Background: an optimization exercise with open tools, aiming at small area. Do not read the settings as production practice.
RTL that was checked went through simulation tests only; none was proved equivalent to the original.
No activity file was given, so power comes from the tool's default toggle rates.

## PW
==> module afe_mac, before the edit <==
module afe_mac (
    input  wire [49:0] acc,
    input  wire [23:0] mx,
    input  wire [5:0]  dig,
    input  wire        zero,
    input  wire        shl,
    input  wire        emit,
    output wire [49:0] acc_n,
    output wire        lsb
);
    wire [49:0] a = zero ? 50'd0 : (shl ? {acc[44:0], 5'd0} : acc);
    wire [2:0] g0 = {dig[1], dig[0], 1'b0};
    wire [2:0] g1 = {dig[3], dig[2], dig[1]};
    wire [2:0] g2 = {dig[5], dig[4], dig[3]};
    wire [25:0] x  = {mx[23], mx[23], mx};
    wire [25:0] x2 = {mx[23], mx, 1'b0};
    wire one0 = g0[0] ^ g0[1];
    wire one1 = g1[0] ^ g1[1];
    wire one2 = g2[0] ^ g2[1];
    wire two0 = (g0 == 3'b011) || (g0 == 3'b100);
    wire two1 = (g1 == 3'b011) || (g1 == 3'b100);
    wire two2 = (g2 == 3'b011) || (g2 == 3'b100);
    wire neg0 = g0[2] & ~(g0[1] & g0[0]);
    wire neg1 = g1[2] & ~(g1[1] & g1[0]);
    wire neg2 = g2[2] & ~(g2[1] & g2[0]);
    wire [25:0] pp0 = (({26{one0}} & x) | ({26{two0}} & x2)) ^ {26{neg0}};
    wire [25:0] pp1 = (({26{one1}} & x) | ({26{two1}} & x2)) ^ {26{neg1}};
    wire [25:0] pp2 = (({26{one2}} & x) | ({26{two2}} & x2)) ^ {26{neg2}};
    wire [31:0] ra = {2'b00, a[29:0]};
    wire [31:0] r0 = {6'd0, ~pp0[25], pp0[24:0]};
    wire [31:0] r1 = {4'd0, ~pp1[25], pp1[24:0], 2'd0};
    wire [31:0] r2 = {2'd0, ~pp2[25], pp2[24:0], 4'd0};
    wire [31:0] rk = 32'hD6000000;
    wire [31:0] re = {27'd0, neg2, 1'b0, neg1, 2'd0};
    wire [31:0] s1 = ra ^ r0 ^ r1;
    wire [31:0] c1 = {((ra & r0) | (ra & r1) | (r0 & r1)), 1'b0};
    wire [31:0] s2 = r2 ^ rk ^ re;
    wire [31:0] c2 = {((r2 & rk) | (r2 & re) | (rk & re)), 1'b0};
    wire [31:0] s3 = s1 ^ c1 ^ s2;
    wire [31:0] c3 = {((s1 & c1) | (s1 & s2) | (c1 & s2)), 1'b0};
    wire [31:0] s4 = s3 ^ c3 ^ c2;
    wire [31:0] c4 = {((s3 & c3) | (s3 & c2) | (c3 & c2)), 1'b0};
    wire [31:0] t = s4 + c4 + {31'd0, neg0};
    wire [19:0] ah = a[49:30];
    wire [19:0] inc_c, dec_b;
    assign inc_c[0] = 1'b1;
    assign dec_b[0] = 1'b1;
    genvar i;
    generate
        for (i = 1; i < 20; i = i + 1) begin : g_id
            assign inc_c[i] = inc_c[i-1] & ah[i-1];
            assign dec_b[i] = dec_b[i-1] & ~ah[i-1];
        end
    endgenerate
    wire [19:0] ahp = ah ^ inc_c;
    wire [19:0] ahm = ah ^ dec_b;
    wire [19:0] sh_ = t[31] ? ahm : (t[30] ? ahp : ah);
    wire [49:0] sum = {sh_, t[29:0]};
    assign acc_n = emit ? {sum[49], sum[49:1]} : sum;
    assign lsb   = t[0];
endmodule
clock: 15.0 ns
lec_check: 0
abc_area: 1
cap_margin: 20
cell_pad_in_sites_detail_placement: 0
cell_pad_in_sites_global_placement: 0
core_margin: 2
core_utilization: 65
cts_cluster_diameter: 100
cts_cluster_size: 24
place_density: 0.75
slew_margin: 20
run.sh (not shown) runs the stock make flow with config.mk's settings and CLKGATE_MAP_FILE= SYNTH_SCRIPT=/design/flow/synth_recipe.tcl, a recipe that flattens the netlist after the stock synthesis.
Inputs modified between PW and AL:
diff --git a/flow/design.v b/flow/design.v
--- a/flow/design.v
+++ b/flow/design.v
@@ -78,11 +78,12 @@
     wire [31:0] c2 = {((r2 & rk) | (r2 & re) | (rk & re)), 1'b0};
     wire [31:0] s3 = s1 ^ c1 ^ s2;
     wire [31:0] c3 = {((s1 & c1) | (s1 & s2) | (c1 & s2)), 1'b0};
     wire [31:0] s4 = s3 ^ c3 ^ c2;
     wire [31:0] c4 = {((s3 & c3) | (s3 & c2) | (c3 & c2)), 1'b0};
-    wire [31:0] t = s4 + c4 + {31'd0, neg0};
+    wire [31:0] t;
+    afe_addbk u_t (.a(s4), .b(c4), .ci(neg0), .s(t));
     wire [19:0] ah = a[49:30];
     wire [19:0] inc_c, dec_b;
     assign inc_c[0] = 1'b1;
     assign dec_b[0] = 1'b1;
     genvar i;
@@ -97,10 +98,44 @@
     wire [19:0] sh_ = t[31] ? ahm : (t[30] ? ahp : ah);
     wire [49:0] sum = {sh_, t[29:0]};
     assign acc_n = emit ? {sum[49], sum[49:1]} : sum;
     assign lsb   = t[0];
 endmodule
+module afe_addbk (
+    input  wire [31:0] a,
+    input  wire [31:0] b,
+    input  wire        ci,
+    output wire [31:0] s
+);
+    wire [31:0] p = a ^ b;
+    reg  [31:0] gg, pp;
+    integer l, i, d;
+    always @(*) begin
+        gg = a & b;
+        pp = p;
+        gg[0] = gg[0] | (pp[0] & ci);
+        for (l = 1; l <= 5; l = l + 1) begin
+            d = 1 << (l - 1);
+            for (i = 0; i < 32; i = i + 1) begin
+                if (((i + 1) % (2 * d)) == 0) begin
+                    gg[i] = gg[i] | (pp[i] & gg[i-d]);
+                    pp[i] = pp[i] & pp[i-d];
+                end
+            end
+        end
+        for (l = 4; l >= 1; l = l - 1) begin
+            d = 1 << (l - 1);
+            for (i = 0; i < 32; i = i + 1) begin
+                if ((((i + 1) % (2 * d)) == d) && (i >= 2 * d)) begin
+                    gg[i] = gg[i] | (pp[i] & gg[i-d]);
+                    pp[i] = pp[i] & pp[i-d];
+                end
+            end
+        end
+    end
+    assign s = p ^ {gg[30:0], ci};
+endmodule
 module afe_sinc3 (
     input  wire               clk,
     input  wire               rst,
     input  wire               clr,
     input  wire               run,
The clock transition at the registers of the reported paths reported for AL is greater than that of PW by 20 ps. Lower wire length among PW and AL: AL. AL ends up with higher relative contribution of combinational cells to total power than PW does. Per the comparison of AL with PW, hold slack decreased by 6.9 ps relative to the old numbers; total power closely matched the old numbers; maximum vdd drop decreased by 0.0089 mV relative to the old numbers. Looking at maximum fanout encountered on the critical timing path, AL sits below PW. Comparing PW with AL, the source-to-sink clock delay at the later pin of the worst-skew pair came out essentially unchanged.

---

RTL: one of the versions met above, not the one the previous note started from.
Size: about 3700 flip-flops, ~110 I/O pins.
make LEC_CHECK=0 ABC_AREA=1 CAP_MARGIN=20 CELL_PAD_IN_SITES_DETAIL_PLACEMENT=0 CELL_PAD_IN_SITES_GLOBAL_PLACEMENT=0 CORE_MARGIN=2 CORE_UTILIZATION=65 CTS_CLUSTER_DIAMETER=100 CTS_CLUSTER_SIZE=27 PLACE_DENSITY=0.75 SLEW_MARGIN=20 finish   # period 15.0 ns
The first run went through all stages and came out clean.
Edit:
--- a/flow/design.v
+++ b/flow/design.v
@@ -263,18 +263,17 @@
         end
     end
     reg               busy;
     reg               stg;       
     reg        [6:0]  c;
     reg signed [13:0] acc;
     reg               carry, t23, sat, sgn;
     wire [4:0] sh = stg ? sh2 : sh1;
-    wire [6:0] jl = (sh > 5'd24) ? 7'd72 : 7'd48;
-    wire       eng_end = busy && (c == jl - 7'd1);
+    wire       eng_end = busy && (c == 7'd71);
     wire a0 = stg ? x2       : x1;
     wire b1 = stg ? e2[0][0] : e1[0][0];
     wire b2 = stg ? e2[1][0] : e1[1][0];
     wire b3 = stg ? e2[2][0] : e1[2][0];
     wire b4 = stg ? e2[3][0] : e1[3][0];
     wire b5 = stg ? e2[4][0] : e1[4][0];
     wire b6 = stg ? e2[5][0] : e1[5][0];
     wire b7 = stg ? e2[6][0] : e1[6][0];
@@ -418,20 +417,19 @@
     input  wire               in_valid,
     input  wire signed [23:0] in_x,
     input  wire               in_sat,
     output reg                out_valid,
     output wire signed [23:0] out_y,
     output reg                out_sat
 );
     localparam AccW = 50;
-    localparam [1:0] IDLE = 2'd0, EMIT = 2'd1, PRE = 2'd2;
+    localparam [1:0] IDLE = 2'd0, EMIT = 2'd1, PRE = 2'd2, CLR = 2'd3;
     reg [19:0] cr [0:62];
     reg [19:0] ce;
-    reg [19:0] c0;
     reg        modeb;
     reg [5:0]  bcnt;
     reg [5:0]  z;             
     wire [19:0] chd = modeb ? ce : cr[62];
     wire [6:0] wdiff = {1'b0, coef_addr} - {1'b0, z};
     wire [5:0] wpos  = wdiff[6] ? (wdiff[5:0] - 6'd1) : wdiff[5:0];
     wire       wr_ring = coef_we && (coef_addr != 6'd0);
     wire [19:0] wd_o = coef_data | {20{~wr_ring}};
@@ -439,51 +437,51 @@
     reg  [62:0] dec;
     integer k;
     always @(*) begin
         for (k = 0; k < 63; k = k + 1)
             dec[k] = (wpos == k);
     end
     wire [62:0] wep = dec & {63{wr_ring}};
     always @(posedge clk) begin
-        ce <= cr[62];
+        if (modeb)
+            ce <= cr[62];
+        else if (coef_we && coef_addr == 6'd0)
+            ce <= coef_data;
         cr[0] <= wep[0] ? coef_data : chd;
         for (k = 1; k < 63; k = k + 1) begin
             if (k % 2 == 1)
                 cr[k] <= ~((cr[k-1] | {20{wep[k]}}) & (wd_o | {20{~dec[k]}}));
             else
                 cr[k] <= ~((cr[k-1] | {20{wep[k]}}) & (wd_e | {20{~dec[k]}}));
         end
-        if (coef_we && coef_addr == 6'd0)
-            c0 <= coef_data;
     end
     reg [1:0]  st;
     reg [5:0]  cnt;           
     reg [1:0]  dg;            
     reg        junk;          
     reg        pend, pend_out;
     reg        fph, flf, curf;
-    reg        clearing;
-    reg [5:0]  ccnt;
+    wire       clearing = (st == CLR);    
     reg        need_pre;
     reg [23:0] dr [0:62];
     wire ins = (st == PRE) && !junk && (dg == 2'd3) && (z == 6'd1);
     wire [23:0] dh = ins ? in_x : (clearing ? 24'd0 : dr[62]);
     always @(posedge clk) begin
         dr[0] <= dh;
         for (k = 1; k < 63; k = k + 1)
             dr[k] <= dr[k-1];
     end
     reg signed [AccW-1:0] acc;
     reg                   clr_r;      
     wire        emit = (st == EMIT);
     wire [1:0]  edg  = (cnt == 6'd0) ? 2'd0 : (cnt == 6'd5) ? 2'd1 :
                        (cnt == 6'd10) ? 2'd2 : 2'd3;
     wire        eadd = emit && (cnt == 6'd0 || cnt == 6'd5 || cnt == 6'd10 || cnt == 6'd15);
-    wire [19:0] dsrc = emit ? c0 : chd;
+    wire [19:0] dsrc = (emit || modeb) ? ce : cr[62];
     wire [1:0]  dsel = emit ? edg : dg;
     reg  signed [5:0] dig;
     always @(*) begin
         case (dsel)
             2'd0: dig = {1'b0, dsrc[4:0]};
             2'd1: dig = {1'b0, dsrc[9:5]};
             2'd2: dig = {1'b0, dsrc[14:10]};
             default: dig = {dsrc[19], dsrc[19:15]};
@@ -527,38 +525,31 @@
                     modeb <= 1'b0;
             end
             if (!(modeb && bcnt == 6'd0))
                 z <= (z == 6'd1) ? 6'd63 : z - 6'd1;
         end
     end
     always @(posedge clk) begin
         if (rst || clr) begin
-            st        <= IDLE;
+            st        <= clr ? CLR : IDLE;
             cnt       <= 6'd0;
             dg        <= 2'd3;
             junk      <= 1'b0;
             pend      <= 1'b0;
             pend_out  <= 1'b0;
             fph       <= 1'b0;
             flf       <= 1'b0;
             curf      <= 1'b0;
-            clearing  <= clr;
-            ccnt      <= 6'd0;
             need_pre  <= 1'b0;
             out_valid <= 1'b0;
             out_sat   <= 1'b0;
             carry <= 1'b0; sat <= 1'b0; sgn <= 1'b0; t23 <= 1'b0;
         end else begin
             out_valid <= 1'b0;
-            if (clearing) begin
-                ccnt <= ccnt + 6'd1;
-                if (ccnt == 6'd62)
-                    clearing <= 1'b0;
-            end
             if (in_valid) begin
                 pend     <= 1'b1;
                 pend_out <= in_out;
                 fph      <= ~fph;
                 if (in_out) begin
                     curf <= flf | in_sat;
                     flf  <= 1'b0;
                 end else begin
@@ -615,17 +606,21 @@
                         cnt <= (cnt == 6'd62) ? 6'd0 : cnt + 6'd1;
                         if (cnt == 6'd62) begin
                             dg <= dg - 2'd1;
                             if (dg == 2'd0)
                                 st <= IDLE;
                         end
                     end
                 end
-                default: st <= IDLE;
+                default: begin    
+                    cnt <= cnt + 6'd1;
+                    if (cnt == 6'd62)
+                        st <= IDLE;
+                end
             endcase
         end
     end
     always @(posedge clk) begin
         acc   <= acc_n;
         clr_r <= clr;
         if (cap)
             yreg <= {tb, yreg[23:1]};
Outcome:
- cell area came out lower by 0.73%
- hold slack is worse by 0.022 ns
- worst setup slack gets worse by 0.072 ns
- utilization shrinks by 0.35 points
- via count barely changes
- clock-buffer cell count climbs by 5
- wire length went up by 1.2%
- synthesized cell count shrinks by 0.72%

---

Setup of P:
afe_chain, a different RTL version from the one above (not shown whole).
For scale: roughly 3700 flip-flops, about 110 I/O pins, roughly 110000 um2 of cells after synthesis.
Settings: LEC_CHECK=0, ABC_AREA=1, CAP_MARGIN=20, CELL_PAD_IN_SITES_DETAIL_PLACEMENT=0, CELL_PAD_IN_SITES_GLOBAL_PLACEMENT=0, CORE_MARGIN=2, CORE_UTILIZATION=65, CTS_CLUSTER_DIAMETER=100, CTS_CLUSTER_SIZE=30, PLACE_DENSITY=0.75, SLEW_MARGIN=20; clock period 15.0 ns.
Modified inputs, Q compared to P
diff --git a/flow/design.v b/flow/design.v
--- a/flow/design.v
+++ b/flow/design.v
@@ -380,37 +380,29 @@
     reg [19:0] cr [0:62];
     reg [19:0] ce;
     reg [19:0] c0;
     reg        modeb;
     reg [5:0]  bcnt;
     reg [5:0]  z;             
     wire [19:0] chd = modeb ? ce : cr[62];
     wire [6:0] wdiff = {1'b0, coef_addr} - {1'b0, z};
     wire [5:0] wpos  = wdiff[6] ? (wdiff[5:0] - 6'd1) : wdiff[5:0];
     wire       wr_ring = coef_we && (coef_addr != 6'd0);
-    wire [19:0] wd_o = coef_data | {20{~wr_ring}};
-    wire [19:0] wd_e = ~coef_data | {20{~wr_ring}};
-    reg  [62:0] dec;
     integer k;
-    always @(*) begin
-        for (k = 0; k < 63; k = k + 1)
-            dec[k] = (wpos == k);
-    end
-    wire [62:0] wep = dec & {63{wr_ring}};
     always @(posedge clk) begin
         ce <= cr[62];
-        cr[0] <= wep[0] ? coef_data : chd;
+        cr[0] <= (wr_ring && wpos == 6'd0) ? coef_data : chd;
         for (k = 1; k < 63; k = k + 1) begin
             if (k % 2 == 1)
-                cr[k] <= ~((cr[k-1] | {20{wep[k]}}) & (wd_o | {20{~dec[k]}}));
+                cr[k] <= ~((wr_ring && wpos == k) ? coef_data : cr[k-1]);
             else
-                cr[k] <= ~((cr[k-1] | {20{wep[k]}}) & (wd_e | {20{~dec[k]}}));
+                cr[k] <= ~((wr_ring && wpos == k) ? ~coef_data : cr[k-1]);
         end
         if (coef_we && coef_addr == 6'd0)
             c0 <= coef_data;
     end
     reg [1:0]  st;
     reg [5:0]  cnt;           
     reg [1:0]  dg;            
     reg        junk;          
     reg        pend, pend_out;
     reg        fph, flf, curf;
## What came out
- Looking at P and Q, the required time at the worst-slack endpoint is a wash.
- Overall track demand over capacity in global routing (higher): Q
- After detailed routing, P needs less wire than Q.
- Between P and Q, the share of synthesized cell area in full adder, half adder and majority cells does not differ in any meaningful way.
- Relative to P, Q improves post-layout total power.
- Worst slew margin relative to its limit: higher on Q
- Looking at part of the total power dissipated in combinational logic across P and Q, the one that comes out lower is Q.
For Q, only the layout was checked, not whether the RTL still works.

what the ideal ports hide:
How much do the figures lean on ideal ports? The routed layouts below were timed once more, with nothing changed but the port constraints. Step 1 assumes that a clkbuf_16 drives the clock port and a buf_2 every other input. Step 2 moves the port delays by t, midway between the first and last clock arrival at a register: inputs arrive t later, outputs are due t later. That takes back most of the time a late clock gives input paths. Three values: no drivers, after step 1, after step 2; two values: the first two.
run | shift t [ns] | setup slack, ns | pins driven straight from the clock port
PW | 0.922 | 0.846 / 0.815 / 0.815 | 1
AL | 0.913 | 0.664 / 0.619 / 0.619 | 1
the first run of note 2 | 0.924 | 0.683 / 0.639 / 0.639 | 1
the second run of note 2 | 0.916 | 0.611 / 0.589 / 0.589 | 1
P | 0.913 | 1.935 / 1.935 / 1.715 | 1
Q | 0.913 | 1.751 / 1.751 / 1.751 | 1
After both steps every run listed still meets setup and hold. The setup slack of P, which loses most, moves by 0.000 ns with the drivers and by -0.220 ns with both steps.
